This is an optimization exercise on Yosys and OpenROAD, whose aim is small area, not a production implementation. Only simulation tests tie the RTL to the original design; equivalence was not proved. Power is estimated from default activity; no workload was simulated.

--- flow/run.sh ---
#!/bin/bash
# synth_recipe.tcl (not shown) runs the flow's synth.tcl, then flattens the netlist and writes it again
# the make line also repeats each setting of config.mk as NAME=value (left out here)
make -C /OpenROAD-flow-scripts/flow DESIGN_CONFIG=/design/flow/config.mk WORK_HOME=/design/flow/orfs CLKGATE_MAP_FILE= SYNTH_SCRIPT=/design/flow/synth_recipe.tcl finish
--- flow/design.v ---
module cicb_dc (
    input  wire               clk,
    input  wire               rst,             
    input  wire [11:0]        cfg_rb_m1,       
    input  wire [5:0]         cfg_s,           
    input  wire [17:0]        cfg_k,           
    input  wire               cfg_dc_en,
    input  wire [4:0]         cfg_dc_k,        
    input  wire               cfg_freeze_ovr,
    input  wire [31:0]        cfg_dc_init,     
    input  wire               in_valid,
    input  wire signed [23:0] in_data,
    input  wire               in_freeze,
    output wire               out_valid,
    output wire signed [23:0] out_data,
    output wire               out_ovr
);
    wire r_is1 = (cfg_rb_m1 == 12'd0);
    wire fast  = (cfg_rb_m1[11:1] == 11'd0);           
    wire r_gt2 = (cfg_rb_m1[11:1] != 11'd0);
    reg [2:0] lm1, ir;
    reg [3:0] sw, pr;
    always @(*) begin
        if (cfg_s >= 6'd27)      begin lm1 = 3'd5; sw = cfg_s - 6'd27; end
        else if (cfg_s >= 6'd17) begin lm1 = 3'd4; sw = cfg_s - 6'd17; end
        else if (cfg_s >= 6'd7)  begin lm1 = 3'd3; sw = cfg_s - 6'd7;  end
        else                     begin lm1 = 3'd2; sw = cfg_s + 6'd3;  end
        if (cfg_s >= 6'd34)      begin ir = 3'd5; pr = cfg_s - 6'd34; end
        else if (cfg_s >= 6'd24) begin ir = 3'd4; pr = cfg_s - 6'd24; end
        else if (cfg_s >= 6'd14) begin ir = 3'd3; pr = cfg_s - 6'd14; end
        else if (cfg_s >= 6'd4)  begin ir = 3'd2; pr = cfg_s - 6'd4;  end
        else                     begin ir = 3'd1; pr = cfg_s + 6'd6;  end
    end
    reg  [11:0] phase;
    reg  [59:0] i1, i2, dacc;
    wire        last = (phase == cfg_rb_m1);
    wire        ph0  = (phase == 12'd0);
    wire [59:0] x_g  = in_valid ? {{36{in_data[23]}}, in_data} : 60'd0;
    wire [59:0] i1n  = i1 + x_g;
    wire [59:0] i1g  = in_valid ? i1n : 60'd0;
    wire [59:0] i2n  = i2 + i1g;
    wire [59:0] i2g  = in_valid ? i2n : 60'd0;
    wire [59:0] dold = (in_valid & ph0) ? 60'd0 : dacc;
    wire [59:0] dn   = dold + i2g;
    reg blk, bfrz;
    always @(posedge clk) begin
        dacc <= dn;
        if (rst) begin
            i1    <= 60'd0;
            i2    <= 60'd0;
            phase <= 12'd0;
        end else begin
            i1 <= i1n;
            i2 <= i2n;
            if (in_valid)
                phase <= last ? 12'd0 : phase + 12'd1;
        end
        blk <= ~rst & in_valid & last;
        if (in_valid & last)
            bfrz <= in_freeze;
    end
    reg  [59:0] z2, z3, areg;
    wire [59:0] c2 = dacc - z2;
    wire [59:0] c3 = c2 - z3;
    always @(posedge clk) begin
        if (rst) begin
            z2 <= 60'd0;
            z3 <= 60'd0;
        end else if (blk) begin
            z2 <= dacc;
            z3 <= c2;
        end
        areg <= blk ? c3 : {10'd0, areg[59:10]};
    end
    reg         mact, done, mfrz, ofrz;
    reg  [2:0]  cnt;
    reg  signed [29:0] acc;
    reg  [5:0]  ehi;
    wire        lastd = (cnt == lm1);
    wire [9:0]  dg    = areg[9:0];
    wire signed [10:0] dsg  = {lastd & dg[9], dg};
    wire signed [29:0] base = (cnt == 3'd0) ? $signed({30{areg[59]}}) : (acc >>> 10);
    wire [9:0]  inj   = (cnt == ir) ? (10'd1 << pr) : 10'd0;
    wire signed [29:0] prod = dsg * $signed({1'b0, cfg_k});
    wire signed [29:0] accn = base + prod + $signed({20'd0, inj});
    always @(posedge clk) begin
        acc <= accn;
        ehi <= acc[9:4];
        cnt <= blk ? 3'd0 : cnt + 3'd1;
        if (rst) begin
            mact <= 1'b0;
            done <= 1'b0;
        end else begin
            done <= (mact & lastd) | (blk & fast);
            if (blk & ~fast)
                mact <= 1'b1;
            else if (lastd)
                mact <= 1'b0;
        end
        if (blk)
            mfrz <= bfrz;
        if (blk & fast)
            ofrz <= bfrz;
        else if (mact & lastd)
            ofrz <= mfrz;
    end
    wire [35:0] wt = {acc, ehi};
    wire [35:0] wsh = wt >> sw;
    wire [27:0] t2 = areg[27:0] + {25'd0, 3'b011} + {27'd0, ~areg[59]};
    wire [24:0] q = fast ? (r_is1 ? areg[24:0] : t2[27:3]) : wsh[24:0];
    wire        gsat = q[24] ^ q[23];
    wire [23:0] g    = gsat ? {q[24], {23{~q[24]}}} : q[23:0];
    reg  signed [54:0] dp;
    reg  [1:0]  n_out;
    wire [4:0]  nsh = 5'd30 - cfg_dc_k;                
    wire [3:0]  imask = {cfg_dc_k >= 5'd5, cfg_dc_k >= 5'd6,
                         cfg_dc_k >= 5'd7, cfg_dc_k >= 5'd8};
    wire [54:0] dp_init = {cfg_dc_init[31], cfg_dc_init[31:4],
                           cfg_dc_init[3:0] & imask, 22'd0};
    wire [24:0] dh   = dp[54:30];
    wire        cf   = |dp[29:0];
    wire        f_gt = dp[29] & (|dp[28:0]);
    wire        f_eq = dp[29] & ~(|dp[28:0]);
    wire signed [25:0] m1 = $signed({{2{g[23]}}, g}) + $signed({~dh[24], ~dh});
    wire       rdn  = f_gt | (f_eq & m1[25]);
    wire signed [25:0] y = m1 + $signed({25'd0, ~rdn});
    wire       ysat = (y[25] != y[24]) | (y[24] != y[23]);
    wire [23:0] yv  = ysat ? {y[25], {23{~y[25]}}} : y[23:0];
    wire [80:0] stp_w = {{29{m1[25]}}, m1, {26{~cf}}} << nsh;
    wire [54:0] stp   = stp_w[80:26];
    wire [54:0] dp_n  = dp + stp + {54'd0, ~cf};
    wire warm = (n_out == 2'd0 & ~r_is1) | (n_out == 2'd1 & r_gt2);
    wire skip = ofrz | (cfg_freeze_ovr & gsat) | warm;
    always @(posedge clk) begin
        if (rst) begin
            dp    <= dp_init;
            n_out <= 2'd0;
        end else if (done) begin
            if (n_out != 2'd3)
                n_out <= n_out + 2'd1;
            if (cfg_dc_en & ~skip)
                dp <= dp_n;
        end
    end
    assign out_valid = done & ~rst;
    assign out_data  = cfg_dc_en ? yv : g;
    assign out_ovr   = gsat | (cfg_dc_en & ysat);
endmodule
--- flow/config.mk ---
export PLATFORM = sky130hd
export DESIGN_NAME = cicb_dc
export DESIGN_NICKNAME = cicb_dc
export VERILOG_FILES = /design/flow/design.v
export SDC_FILE = /design/flow/constraint.sdc
export NUM_CORES = 4
export LEC_CHECK = 0
export CAP_MARGIN = 20
export CORE_MARGIN = 2
export CORE_UTILIZATION = 40
export SLEW_MARGIN = 20
--- flow/constraint.sdc ---
create_clock -name core_clock -period 14.0 [get_ports {clk}]
set_input_delay 2.8000 -clock core_clock [delete_from_list [all_inputs] [get_ports {clk}]]
set_output_delay 2.8000 -clock core_clock [all_outputs]
set_load 0.01 [all_outputs]
==> results.txt <==
[synth_stat cells (all sizes together) (26+ instances only)]
cell and number:
o21bai 68, and3 46, a21o 259, dfxtp 438, o21ai 315, and2 429, a31oi 66, nor4 26
a21oi 503, edfxtp 36, nand2b 66, buf 44, a211oi 71, nand3 95, ha 474, mux2i 172
nand2 548, nor2 497, nor3 77, o31ai 45, xor2 161, inv 452, o211ai 30, xnor2 288
nor2b 65, clkbuf 235, o21a 59, mux2 52, nand4 80, fa 191
[cell families (layout without fill, tap and decap cells)]
group                    count (synthesis)  in the layout
AND/OR/NAND/NOR                       2002           2003
AO/OA/AOI/OAI                         1613           1613
buffers and inverters                  734            849
adder cells (fa/ha/maj)                676            676
flip-flops                             474            474
XOR/XNOR                               450            450
multiplexers                           249            249
other                                    0              1
[metal layers]
metal  share of wire [%]  global-route usage [%]  wire length (µm)
met5                   0                       0                 0
met4                 2.7                    6.14              3720
met3                 3.9                    1.91              5400
met2                  46                    36.0             63600
met1                  47                    29.1             65100
[flip-flops by register name, indices dropped and copies added, names as in the netlist, 2 cells and up]
signal / count
areg: 60
dacc: 60
i1: 60
i2: 60
z2: 60
z3: 60
dp: 55
acc: 30
phase: 12
ehi: 6
cnt: 3
n_out: 2
[power by group through the flow]
stage          sequential, mW  combinational [mW]  clock, mW
3_5_place_dp             1.69                6.92          0
3_3_place_gp             1.69                6.91          0
2_1_floorplan            1.65                5.18          0
5_1_grt                  1.69                7.77       1.84
6_report                 1.67                7.02       1.73
4_1_cts                  1.67                6.96       1.79
[layout make-up]
class / count / area share, %
repair buffers: 284 / 4.50
flip-flops and latches: 474 / 17.8
inverters: 455 / 3.08
diodes: 1 / 0.00451
clock buffers: 67 / 2.82
clock inverters: 43 / 1.18
well taps: 1637 / 3.69
multi-input cells: 4991 / 67.0
[per-stage QoR]
step                std cells  power, mW
floorplan                6198       6.83
global placement         7832       8.59
detailed placement       7832       8.61
CTS                      7944       10.4
global route             7951       11.3
finish                   7952       10.4
[path summary, 6_finish.rpt]
check                                        end  slack [ns]  depth (start not counted)
worst min-delay path              ehi[1]$_DFF_P_        0.39                          0
worst min register to register    ehi[1]$_DFF_P_        0.39                          0
worst max register to register  dp[52]$_DFFE_PP_        3.68                         39
worst max-delay path                out_data[20]        0.35                         39
[worst max-delay path: cells and delay by family]
| family | cells | cell delay, ns |
|---|---|---|
| buf+inv | 8 | 1.40 |
| fa+ha+maj | 6 | 1.93 |
| mux | 1 | 0.25 |
| simple gates | 14 | 2.31 |
| compound gates | 10 | 2.13 |
[what timing repair did]
action / 4_1_cts / 5_1_grt
hold endpoints to repair: 0 / 0
pin swaps: 1 / 11
setup buffers: 1 / 7
gates resized for setup: 19 / 64
gates cloned: 1 / 0
setup endpoints to repair: 23 / 25
==> flow_metrics.py <==
metrics = {
    "cts": {
        "clk_path_buf_depth": 3,
        "cts_tree": "yes",
        "cts.sinks": 474,
        "worst_skew_pair.late_latency_ns": 0.69,
        "cts_inserted_buffers": 59,
        "cts_root_buf": "clkbuf_16",
        "path_clk_slew_ns": 0.07,
        "htreeDepth": 2,
        "holdBufCountCts": 0,
    },
    "power_and_ir_drop": {
        "p_sw_mw": 4.93,
        "leakagePower_nw": 24.5,
        "ir_worst_vdd_v": 0.000120,
        "combPwrFrac_pct": 67.4,
        "power_frac_seq_pct": 16.0,
        "powerDensity_nw_per_um2": 188,
        "clkPwrFrac_pct": 16.6,
        "swShare_pct": 47.3,
        "p_int_mw": 5.49,
    },
    "synth": {
        "post_synth.cell_area_avg_um2": 8.00,
        "async_flop_share_pct": 0,
        "synth_cells": 6198,
        "yosys.area_share.xor_xnor_pct": 8.01,
        "ys_ff_latch": 474,
        "synth_fa_ha_area_share_pct": 19.9,
        "synth_top_family_by_area": "compound AO/OA/AOI/OAI gates",
        "synth-edff-count": 36,
        "synth-simple-area-share_pct": 19.9,
        "synth_area_leaders": "dfxtp_1 (18%), ha_1 (12%), fa_1 (7.7%), and2_1 (5.4%), xnor2_1 (5.1%)",
        "ys_types": 107,
        "ys.flop_type": "dfxtp_1",
        "yosys-mux-area-fraction_pct": 5.79,
        "syn_area_um2": 49600,
        "synth_compound_area_share_pct": 20.9,
        "ys_seq_area_share_pct": 19.9,
        "yosysTopAreaCellShare_pct": 17.7,
        "ys_warn_count": 1,
        "synth_top_area_cell": "dfxtp_1",
        "synthesis.nets": 6966,
    },
    "timing": {
        "worstMarginPinSlew_ns": 1.08,
        "max_slew_margin_pct": 28.0,
        "rsz0062_at_grt": "no",
        "period_share_pct": 97.5,
        "hold_violations": 0,
        "setup-violations-final": 0,
        "fin_ws_ns": 0.352,
        "slew_violations": 0,
        "period_needed_ns": 13.65,
        "fmax_mhz": 73.3,
        "fin_worst_skew_ns": 0.0619,
        "holdWs_ns": 0.386,
        "finalSetupTns_ns": 0,
    },
    "layout": {
        "finish.instance_area_um2": 55500,
        "final_common_cell": "nand2_1",
        "final_util_pct": 45.0,
        "nets": 7033,
        "ff_latch_area_um2": 9860,
        "drive_gt1_share_pct": 7.35,
        "area_growth_pct": 11.9,
        "layout_common_cells": "nand2_1 (545), a21oi_1 (497), nor2_1 (495)",
        "fillCellCount": 12400,
        "multi_input_comb_area_um2": 37100,
    },
    "global_routing": {
        "grt_pass1_vias": 42100,
        "antenna_found_initial": 2,
        "grt_first_pass_wirelength_mm": 224,
        "grt_start_max_net_pins": 110,
        "grt_remaining_overflow": 0,
        "grt_usage_pct": 21.4,
    },
    "floorplan": {
        "fp.coreArea_um2": 123000,
        "io_pins": 129,
        "die_area_um2": 127000,
        "die_x_um": 356,
        "die_h_um": 356,
        "num_rows": 129,
        "start_util_pct": 40.2,
    },
    "drt": {
        "drt_wl_total_mm": 138,
        "wl_per_cell_um": 17.3,
        "ant_nets": 0,
        "drc": 0,
        "num_vias": 42900,
        "viasPerCell": 5.39,
        "drtPass1Iterations": 5,
        "drt_iter0_drc": 2786,
    },
    "worst_setup_path": {
        "required_ns": 11.20,
        "crit_start": "cfg_s[2]",
        "criticalPathCategory": "in -> out",
        "cp_slowest_cell": "fa_2",
        "cp_slowest_stage_delay_ns": 0.59,
        "endpoint_kind": "output port",
        "crit_arrival_ns": 10.85,
        "cp_common_cell": "buf_4",
        "r2r-start": "areg[6]$_DFF_P_",
        "worstSetupStartpointType": "input port",
        "crit_fanout": 11,
    },
    "placement": {
        "preCtsSetupSlack_ns": -0.253,
        "placed_area_um2": 53000,
        "hpwl_mm": 108,
        "gp_congestion": 0.965,
        "portBuffers": 128,
    },
    "min_path": {
        "hold_path_class": "reg -> reg",
        "holdCritStartpoint": "acc[5]$_DFF_P_",
    },
    "status": {
        "outcome": "no timing/DRC/antenna violations",
    },
    "flow_run": {
        "drv_cap": 0,
    },
}

[afterwards: timing with drivers on the ports]
Ports are ideal in the flow. The routed layout listed here was re-timed in OpenROAD. Step 1 assumes that a clkbuf_16 drives the clock port and a buf_2 every other input. Step 2 times the ports against the registers' clock, not the clock port: input delays grow and output delays shrink by t, the midpoint of the rising clock arrivals with the driver on. Slacks: no drivers / after step 1 / after step 2; pairs: no drivers / after step 1.
shift t [ns]: 0.732
setup WS [ns]: 0.352 / 0.330 / 0.330
hold slack, ns: 0.386 / 0.386 / 0.386
slew at the worst register clock pin (ns): 0.07 / 0.07
After both steps this run still meets setup and hold. The setup slack of this run moves by -0.022 ns with the drivers and by -0.022 ns with both steps.
